This is an optimization exercise on Yosys and OpenROAD, whose aim is small area, a short achievable clock period and few clock cycles, not a production implementation. In this exercise RTL edits were held to simulation tests only and were not proved equivalent to the original. Power figures rest on the tool's default switching activity, not on a simulated workload.

the baseline:
Design bale_decoder, start of the top module:
module bale_decoder (
    input  wire        clk,
    input  wire        rst,
    input  wire        in_valid,
    output wire        in_ready,
    input  wire [7:0]  in_data,
    input  wire        in_last,
    output wire        out_valid,
    input  wire        out_ready,
    output wire [7:0]  out_data,
    output reg         done,
    output wire        bad,
    output wire        crc_fail,
    output wire [31:0] label
);
Size in the first run: roughly 1900 cells after synthesis, roughly 210 flip-flops, about 58 I/O pins.
Settings: LEC_CHECK=0, CAP_MARGIN=20, CORE_MARGIN=2, CORE_UTILIZATION=40, SETUP_SLACK_MARGIN=4, SLEW_MARGIN=20; clock period 9.0 ns.
run.sh (not shown) runs the stock make flow with config.mk's settings and CLKGATE_MAP_FILE= SYNTH_SCRIPT=/design/flow/synth_recipe.tcl, a recipe that flattens the netlist after the stock synthesis.
Testbench counts of the baseline, summed over its fixed seeds: cycles 123,047.
Modified inputs, the candidate compared to the baseline
# the baseline
export LEC_CHECK = 0
export CAP_MARGIN = 20
export CORE_MARGIN = 2
export CORE_UTILIZATION = 40
export SETUP_SLACK_MARGIN = 4
export SLEW_MARGIN = 20
create_clock -name core_clock -period 9.0 [get_ports {clk}]
# the candidate
export LEC_CHECK = 0
export CAP_MARGIN = 20
export CORE_MARGIN = 2
export CORE_UTILIZATION = 40
export SETUP_SLACK_MARGIN = 5
export SLEW_MARGIN = 20
create_clock -name core_clock -period 9.0 [get_ports {clk}]
Results
Library cell contributing the largest single delay on the critical path: sky130_fd_sc_hd__a211oi_1 -> the candidate, sky130_fd_sc_hd__edfxtp_1 -> the baseline. Between the baseline and the candidate, the fraction of area in registers is lower for the candidate. Taking the baseline as the reference, in the candidate part of the power in the clock network went down by 1.9 points, filler-free cell count of the finished design went up by 146, share of cell area taken by multi-input logic gates went down by 2.5 points, non-clock buffer count went up by 143. Compared with the baseline, the candidate shows a utilization that is 6.5 points higher.

========
== build 43 ==
Another version of the RTL of bale_decoder (not shown whole).
Size: about 1,900 cells after synthesis, roughly 270 flip-flops, about 58 I/O pins.
clock: 9.0 ns
lec_check: 0
cap_margin: 20
core_margin: 2
core_utilization: 50
cts_buf_list: sky130_fd_sc_hd__clkbuf_16
cts_cluster_diameter: 80
cts_cluster_size: 24
slew_margin: 20
tns_end_percent: 0
standard.sh (not shown) runs the stock make flow with config.mk's settings and CLKGATE_MAP_FILE= SYNTH_SCRIPT=/design/flow/synth_recipe.tcl, a recipe that flattens the netlist after the stock synthesis.
==> flow/flow/run.sh <==
#!/bin/bash
# The standard layout (standard.sh: standard synthesis through finish),
# with the port buffers that placement inserts on every input and output
# made plain sky130 buf_2 cells instead of the slower delay-buffer cell the
# resizer picks by default, and the setup repair aimed 6 ns above the
# clock period's slack. Make's full output goes to standard.log here; each
# ORFS step also keeps its own log under orfs/logs.
set -euo pipefail
export BUFFER_PORTS_ARGS="-buffer_cell sky130_fd_sc_hd__buf_2"
export SETUP_SLACK_MARGIN=6
bash standard.sh > standard.log 2>&1
Testbench counts of build 43, summed over its fixed seeds: cycles 122,630.
Modified inputs, build 18 compared to build 43
- CTS_CLUSTER_DIAMETER: 80 -> unset
- PLACE_DENSITY: unset -> 0.7
- CTS_BUF_LIST: sky130_fd_sc_hd__clkbuf_16 -> sky130_fd_sc_hd__clkbuf_8
- CORE_UTILIZATION: 50 -> 40
- CTS_CLUSTER_SIZE: 24 -> unset
The die area of build 18 was inferior to that of build 43.
Critical path depth (higher): build 43
Looking at cell at the slowest stage of the critical path, the sky130_fd_sc_hd__o311ai_0 result is from build 18; the sky130_fd_sc_hd__a221o_1 one comes from build 43.
Build 18 vs build 43 — global-route usage dropped 4.4 points.
Going from build 43 to build 18, final critical-path setup slack went up 0.047 ns, maximum frequency increased by 4.2 MHz relative to the old numbers, global-route met3 utilization rose by 2.2 points, number of standard cells in the layout, taps in and fillers out increased 193, total via count after detailed routing higher.
Re share of the clock period used by the worst path after layout: build 18 and build 43 aren't equal, and the higher value belongs to build 43.
Higher proportion of power drawn by combinational gates among build 18 and build 43: build 43
## Diff of input files: build 76 against build 18
- CORE_UTILIZATION changed from 40 to 50
- PLACE_DENSITY removed (was 0.7)
==> summary.txt <==
- Changes observed in build 76 relative to build 18: via count saw a decrease, portion of total power attributed to sequential cells saw a decrease, logic depth of the worst register-to-register path saw an increase.
- Build 76 — hold slack 0.065 ns lower, build 18 as reference
- Cmp build 18 and build 76 / non-clock buffer count / higher: build 76

========
== indigo ==
bale_decoder again, from the RTL that the note above started with.
// bale_decoder
module bale_decoder (
    input  wire        clk,
    input  wire        rst,
    input  wire        in_valid,
    output wire        in_ready,
    input  wire [7:0]  in_data,
    input  wire        in_last,
    output reg         out_valid,
    input  wire        out_ready,
    output reg  [7:0]  out_data,
    output reg         done,
    output reg         bad,
    output reg         crc_fail,
    output wire [31:0] label
);
export LEC_CHECK = 0
export CAP_MARGIN = 20
export CORE_MARGIN = 2
export CORE_UTILIZATION = 50
export CTS_BUF_LIST = sky130_fd_sc_hd__clkbuf_16
export SLEW_MARGIN = 20
export TNS_END_PERCENT = 0
create_clock -name core_clock -period 9.0 [get_ports {clk}]
Scripts as last shown in full above: flow/flow/run.sh
Testbench counts of indigo, summed over its fixed seeds: cycles 122,630.
Setup changes, indigo to raven
Settings: changing CORE_UTILIZATION from 50 to 40; changing CTS_BUF_LIST from sky130_fd_sc_hd__clkbuf_16 to sky130_fd_sc_hd__clkbuf_8.
Notes after the runs:
raven: done, clean on timing, DRC and antenna
Fraction of the cycle the final worst path needs for raven: 0.65 points down relative to indigo
Min clock insertion delay at the later pin of the skew report across raven and indigo: indigo
Measured against each other, raven and indigo differ in setup slack at placement, the higher figure coming from raven.
Compare raven and indigo | area growth from synthesis to layout higher: raven
The share of total power consumed by net switching of raven exceeds that of indigo by 0.20 points.
> inputs changed (raven -> quartz)
Settings: a change of CORE_UTILIZATION from 40 to 55.
--- outcome ---
- raven → quartz: final HPWL from detailed placement down 0.95%; portion of the layout cell area used by clock cells went down by 0.23 points; total global-route track usage higher.
- quartz ended with every stage complete and zero timing, DRC or antenna violations.
- From raven to quartz the numbers moved as follows: first-iteration DRC count now larger; area overhead of the layout relative to synthesis now smaller; global-route track usage on met1 now larger.
- Re wire length: raven was higher than quartz.
- Relative to raven, combinational share of power decreased by 0.5 points in quartz.
- Changes observed in quartz relative to raven: iteration count of the initial detailed-routing pass shows an increase of 1; site row count shows a reduction of 11.
The following lists how violet was set up differently from quartz:
Settings: TNS_END_PERCENT changed from 0 to 10; CORE_UTILIZATION changed from 55 to 50.
--- outcome ---
- Side by side, cell depth of the worst flop-to-flop path turned out higher in violet than in quartz.
- quartz → violet: count of buffers added by post-CTS timing repair for setup climbed 23, share of final-layout standard cells stronger than drive strength 1 climbed 3.0 points.
- In the tables for violet and quartz, worst setup skew after layout reads higher with violet.
- Overall die area (violet over quartz): increase, 9.8%
- Summary — register-to-register setup slack, violet relative to quartz: higher, by 0.28 ns.
- Cmp violet vs quartz: final core area utilization lower in violet
- On worst-case hold slack, the lower figure sits with quartz, not violet.
- Cmp violet and quartz / area added between synthesis and finish / higher: violet
- The final reports for violet and quartz show critical path depth lower in the former.
The inputs of yarrow differ from those of violet as listed below.
Settings: changing CTS_BUF_LIST from sky130_fd_sc_hd__clkbuf_8 to sky130_fd_sc_hd__clkbuf_8 sky130_fd_sc_hd__clkbuf_16; changing TNS_END_PERCENT from 10 to 0.
--- outcome ---
violet → yarrow: total global-route track usage fell 0.81 points; total placed instance area about even; number of cells traversed by the worst register-to-register path about even; proportion of power drawn by combinational gates fell 1.0 points; fmax fell 0.37%.
Between violet and yarrow, the flow reports routed wire length decreasing by a few percent.
Summary — clock buffer count, yarrow relative to violet: lower, by 24.
Share of the clock period used by the worst path after layout delta (violet -> yarrow): insignificant
The final layout from yarrow, which completed every stage, passed the timing, design-rule and antenna checks at the end of the flow.
Post-route cell area (higher): violet
Diff violet -> yarrow: sequential share of layout area increased by 0.24 points relative to the old numbers, worst hold slack went down.
Startpoint of the most critical setup path = out_ready: violet; startpoint of the most critical setup path = in_data[4]: yarrow
Modified inputs, onyx compared to yarrow
Settings: CTS_BUF_LIST changed from sky130_fd_sc_hd__clkbuf_8 sky130_fd_sc_hd__clkbuf_16 to sky130_fd_sc_hd__clkbuf_8.
==> flow/flow/run.sh <==
#!/bin/bash
# The standard layout (standard.sh: standard synthesis through finish),
# with the port buffers that placement inserts on every input and output
# made plain sky130 buf_2 cells instead of the slower delay-buffer cell the
# resizer picks by default, and the setup repair aimed 7 ns above the
# clock period's slack. Make's full output goes to standard.log here; each
# ORFS step also keeps its own log under orfs/logs.
set -euo pipefail
export BUFFER_PORTS_ARGS="-buffer_cell sky130_fd_sc_hd__buf_2"
export SETUP_SLACK_MARGIN=7
bash standard.sh > standard.log 2>&1
- Across onyx and yarrow, none had a timing, DRC or antenna violation.
- Maximum frequency: onyx vs yarrow up 7.0 MHz
- In the reports for onyx and yarrow, the smaller layout clock buffer count belongs to yarrow.
- [onyx] clock network fraction of total power fell 0.6 points relative to yarrow
- Final worst hold slack delta (onyx -> yarrow): insignificant
- Comparing onyx and yarrow, the lower actual slew at the worst max-slew pin is on yarrow.
- Compared onyx vs yarrow, and power density relative to cell area is down in onyx.

========
Setup of juniper:
bale_decoder, a different RTL version from the one above (not shown whole).
Size: ~58 I/O pins, roughly 17000 µm² of cells after synthesis.
Settings: LEC_CHECK=0, CAP_MARGIN=20, CORE_MARGIN=2, CORE_UTILIZATION=40, CTS_BUF_LIST=sky130_fd_sc_hd__clkbuf_8, SETUP_SLACK_MARGIN=5, SLEW_MARGIN=20, TNS_END_PERCENT=0; clock period 9.0 ns.
run.sh (not shown) runs the stock make flow with config.mk's settings and CLKGATE_MAP_FILE= SYNTH_SCRIPT=/design/flow/synth_recipe.tcl, a recipe that flattens the netlist after the stock synthesis.
Stock flow here: none of the scripts above is used.
Testbench counts of juniper, summed over its fixed seeds: cycles 123,055.
Inputs modified between juniper and fjord:
==> flow/flow/run.sh (new file) <==
#!/bin/bash
# The standard layout (standard.sh: standard synthesis through finish),
# with the port buffers that placement inserts on every input and output
# made plain sky130 buf_2 cells instead of the slower delay-buffer cell the
# resizer picks by default. Make's full output goes to standard.log here;
# each ORFS step also keeps its own log under orfs/logs.
set -euo pipefail
export BUFFER_PORTS_ARGS="-buffer_cell sky130_fd_sc_hd__buf_2"
bash standard.sh > standard.log 2>&1
==> flow/standard.sh (new file) <==
#!/bin/bash
# synth_recipe.tcl (not shown) runs the flow's synth.tcl, then flattens the netlist and writes it again
# the make line also repeats each setting of config.mk as NAME=value (left out here)
make -C /OpenROAD-flow-scripts/flow DESIGN_CONFIG=/design/flow/config.mk WORK_HOME=/design/flow/orfs CLKGATE_MAP_FILE= SYNTH_SCRIPT=/design/flow/synth_recipe.tcl "${@:-finish}"
removed: flow/run.sh
==> comparison <==
No run among fjord and juniper stopped early or left any final violation; all are clean.
Of fjord and juniper, the higher wire length of the first global-routing pass belongs to juniper.
When the final numbers for fjord and juniper were put side by side, the core utilization of the finished layout turned out to be smaller in fjord.
Looking at internal power, fjord sits above juniper.
juniper consumes less power than fjord.
Diff fjord..juniper | final standard cell count with taps included and fillers excluded | negligible
| fill cell total of the finished layout | fjord vs juniper | ≈ equal |
Against juniper, fjord comes in about 2% lower on count of clock-buffer cells in the layout.
The run showing the smaller share of total power in the clock network is juniper.
Summary of fjord over juniper: final standard cell area without fillers now sits lower, number of H-tree branching levels now sits at about the same level, first-iteration DRC count now sits higher.

========
old:
bale_decoder, a different RTL version from the one above (not shown whole).
Size in the first run: roughly 58 I/O pins, roughly 17000 µm² of cells after synthesis.
make LEC_CHECK=0 CAP_MARGIN=20 CORE_MARGIN=2 CORE_UTILIZATION=40 CTS_BUF_LIST=sky130_fd_sc_hd__clkbuf_8 SETUP_SLACK_MARGIN=5 SLEW_MARGIN=20 TNS_END_PERCENT=5 finish   # period 9.0 ns
Stock flow here: none of the scripts above is used.
old finished every step from synthesis to the final layout, and the layout passed the timing, design-rule and antenna checks.
Testbench counts of old, summed over its fixed seeds: cycles 123,055.
Here is what was changed in the inputs of new compared with old.
Settings: removing TNS_END_PERCENT (formerly 5).
Results
new vs. old: register-to-register slack moved up, clock share of power moved down, power moved up, fraction of area in registers moved down, global-route usage level.

========
## job 101
bale_decoder, a different RTL version from the one above (not shown whole).
Size in the first run: about 210 flip-flops, roughly 58 I/O pins, roughly 0.016 mm^2 of cells after synthesis.
clock: 9.0 ns
lec_check: 0
cap_margin: 20
core_margin: 2
core_utilization: 40
cts_buf_list: sky130_fd_sc_hd__clkbuf_8
setup_slack_margin: 5
slew_margin: 20
tns_end_percent: 0
Job 101 reached the final stage; the timing, design-rule and antenna checks on its layout passed.
Testbench counts of job 101, summed over its fixed seeds: cycles 123,047.
--- input diff job 101..job 102 ---
- SETUP_SLACK_MARGIN no longer set, was 5
==> flow/flow/run.sh (new file) <==
#!/bin/bash
# Standard layout (the standard.sh: standard synthesis, floorplan, place,
# CTS, route, finish) with a tighter setup-repair target and power/area
# recovery on non-critical gates after global routing.
set -euo pipefail
export SETUP_SLACK_MARGIN=${SETUP_SLACK_MARGIN_OVERRIDE:-5}
export RECOVER_POWER=100
bash standard.sh > standard.log 2>&1
==> flow/standard.sh (new file) <==
#!/bin/bash
# synth_recipe.tcl (not shown) runs the flow's synth.tcl, then flattens the netlist and writes it again
# the make line also repeats each setting of config.mk as NAME=value (left out here)
make -C /OpenROAD-flow-scripts/flow DESIGN_CONFIG=/design/flow/config.mk WORK_HOME=/design/flow/orfs CLKGATE_MAP_FILE= SYNTH_SCRIPT=/design/flow/synth_recipe.tcl "${@:-finish}"
removed: flow/run.sh
[summary]
Nothing crashed in job 102 and all stages finished; the problem is that the final layout failed, the offending checks being capacitance limit, slew limit.
Routed wire length: job 102 vs job 101, no meaningful difference
Worst setup skew after layout of job 101 is on par with job 102.
Summary of job 102 over job 101: critical path buffer and inverter count -2, worst hold slack ~0 delta, via count -about 0.5%, arrival time reported for the critical path endpoint +3.82 ns, clock period minus worst slack +1.76 ns.
Modified inputs, job 103 compared to job 102
- putting SETUP_SLACK_MARGIN at 5 where nothing was set
- swapping 0 for 5 in TNS_END_PERCENT
- clearing CTS_BUF_LIST, which used to be sky130_fd_sc_hd__clkbuf_8
==> flow/run.sh (new file) <==
#!/bin/bash
# synth_recipe.tcl (not shown) runs the flow's synth.tcl, then flattens the netlist and writes it again
# the make line also repeats each setting of config.mk as NAME=value (left out here)
make -C /OpenROAD-flow-scripts/flow DESIGN_CONFIG=/design/flow/config.mk WORK_HOME=/design/flow/orfs CLKGATE_MAP_FILE= SYNTH_SCRIPT=/design/flow/synth_recipe.tcl finish
removed: flow/flow/run.sh
removed: flow/standard.sh
## What came out
- [job 103] sequential share of layout area fell 1.2 points relative to job 102
- Job 103 — share of power burned in combinational logic 1.0 points lower, job 102 as reference
- Job 103: PASS, flow complete, no timing, DRC or antenna violations
- As far as area after synthesis goes, job 102 and job 103 are indistinguishable; the numbers are identical.
- Total number of vias of job 102 is on par with job 103.
- Taking job 102 as the reference, in job 103 routed length on met3 shows an increase of about 1.9%, design area shows an increase of 770 um^2, detailed-route wire length shows no meaningful change, maximum fanout encountered on the critical timing path shows a reduction of 20.
- The type of the setup path with the least slack comes out register to primary output in one run and primary input to register in the other, namely in job 103 and job 102 respectively.
- | total power density per cell area | job 103 vs job 102 | 2.1% higher |
- Global-route wire length before repair: job 102 vs job 103 — no meaningful difference
Setup changes, job 103 to job 104
- clearing TNS_END_PERCENT, which used to be 5
- clearing SETUP_SLACK_MARGIN, which used to be 5
Compared to job 103, job 104 has post-route standard cell area excluding fillers about 7% lower. Vias: job 104 fewer than job 103. Reported for job 104 and job 103, number of distinct standard cells referenced by the synthesized netlist turned out identical to the last digit. Delta (job 104 minus job 103): post-layout instance count excluding filler cells shrank by about 2.7%, total power saw a decrease.
Input changes introduced in job 105 (baseline for comparison: job 104):
- changing CORE_UTILIZATION from 40 to 65
- setting SETUP_SLACK_MARGIN to 5 for the first time
==> summary.txt <==
Final setup slack of the worst path: higher on job 105. What job 105 reported for combined area of the multi-input logic cells has to be multiplied by 0.920 to get the figure for job 104. Summary of job 105 over job 104: number of rows in the core area now sits lower, total wirelength of the detailed-routed design up 8800 um, via count went up 1991, power grew by about 5.7%.

afterwards: timing with drivers on the ports:
In the flow no input, the clock included, has a driving cell. The finished layouts below were timed again as built, in two steps. Step 1: set_driving_cell puts a clkbuf_16 on clk and a buf_2 on each other input, an assumption about the parent block. Step 2 moves the port delays by t, midway between the first and last clock arrival at a register: inputs arrive t later, outputs are due t later. That takes back most of the time a late clock gives input paths. Three values: ideal ports, drivers, drivers and shift; two values: the first two.
| run | t, ns | setup WS [ns] | worst hold slack (ns) | worst setup path after step 2 | slew at the worst register clock pin (ns) |
|---|---|---|---|---|---|
| the baseline | 0.609 | 4.037 / 3.983 / 3.489 | 0.465 / 0.465 / 0.465 | input to register | 0.07 / 0.07 |
| the candidate | 0.606 | 4.658 / 4.659 / 4.065 | 0.461 / 0.461 / 0.461 | input to register | 0.07 / 0.07 |
| build 43 | 0.577 | 5.665 / 5.649 / 5.092 | 0.445 / 0.445 / 0.445 | input to register | 0.09 / 0.09 |
| build 18 | 0.663 | 5.711 / 5.662 / 4.999 | 0.499 / 0.499 / 0.499 | input to register | 0.06 / 0.06 |
| build 76 | 0.669 | 5.809 / 5.810 / 5.140 | 0.433 / 0.433 / 0.433 | input to register | 0.07 / 0.07 |
| indigo | 0.634 | 5.737 / 5.720 / 5.111 | 0.433 / 0.433 / 0.433 | input to register | 0.07 / 0.07 |
| raven | 0.671 | 5.795 / 5.774 / 5.104 | 0.440 / 0.440 / 0.440 | input to register | 0.07 / 0.07 |
| quartz | 0.663 | 5.547 / 5.564 / 4.901 | 0.430 / 0.430 / 0.430 | input to register | 0.07 / 0.07 |
| violet | 0.659 | 5.748 / 5.775 / 5.115 | 0.441 / 0.441 / 0.441 | input to register | 0.07 / 0.07 |
| yarrow | 0.635 | 5.736 / 5.721 / 5.110 | 0.433 / 0.433 / 0.433 | input to register | 0.07 / 0.07 |
| onyx | 0.669 | 5.809 / 5.810 / 5.140 | 0.433 / 0.433 / 0.433 | input to register | 0.07 / 0.07 |
| juniper | 0.667 | 4.865 / 4.832 / 4.279 | 0.459 / 0.459 / 0.459 | input to register | 0.08 / 0.08 |
| fjord | 0.619 | 4.997 / 4.947 / 4.473 | 0.444 / 0.444 / 0.444 | input to register | 0.07 / 0.07 |
| old | 0.659 | 4.807 / 4.759 / 4.299 | 0.413 / 0.413 / 0.413 | input to register | 0.07 / 0.07 |
| new | 0.616 | 4.846 / 4.846 / 4.250 | 0.435 / 0.435 / 0.435 | input to register | 0.07 / 0.07 |
| job 101 | 0.583 | 4.701 / 4.651 / 4.174 | 0.460 / 0.460 / 0.460 | input to register | 0.07 / 0.07 |
| job 102 | 0.581 | 2.944 / 2.972 / 2.391 | 0.461 / 0.461 / 0.461 | input to register | 0.07 / 0.07 |
| job 103 | 0.578 | 4.725 / 4.673 / 4.262 | 0.460 / 0.460 / 0.460 | input to register | 0.07 / 0.07 |
| job 104 | 0.571 | 3.125 / 3.075 / 3.162 | 0.459 / 0.459 / 0.459 | input to register | 0.06 / 0.06 |
| job 105 | 0.587 | 4.708 / 4.659 / 4.388 | 0.459 / 0.459 / 0.459 | input to register | 0.06 / 0.06 |
For build 18, which loses most, drivers alone change the setup slack by -0.049 ns; drivers and shift together by -0.712 ns.
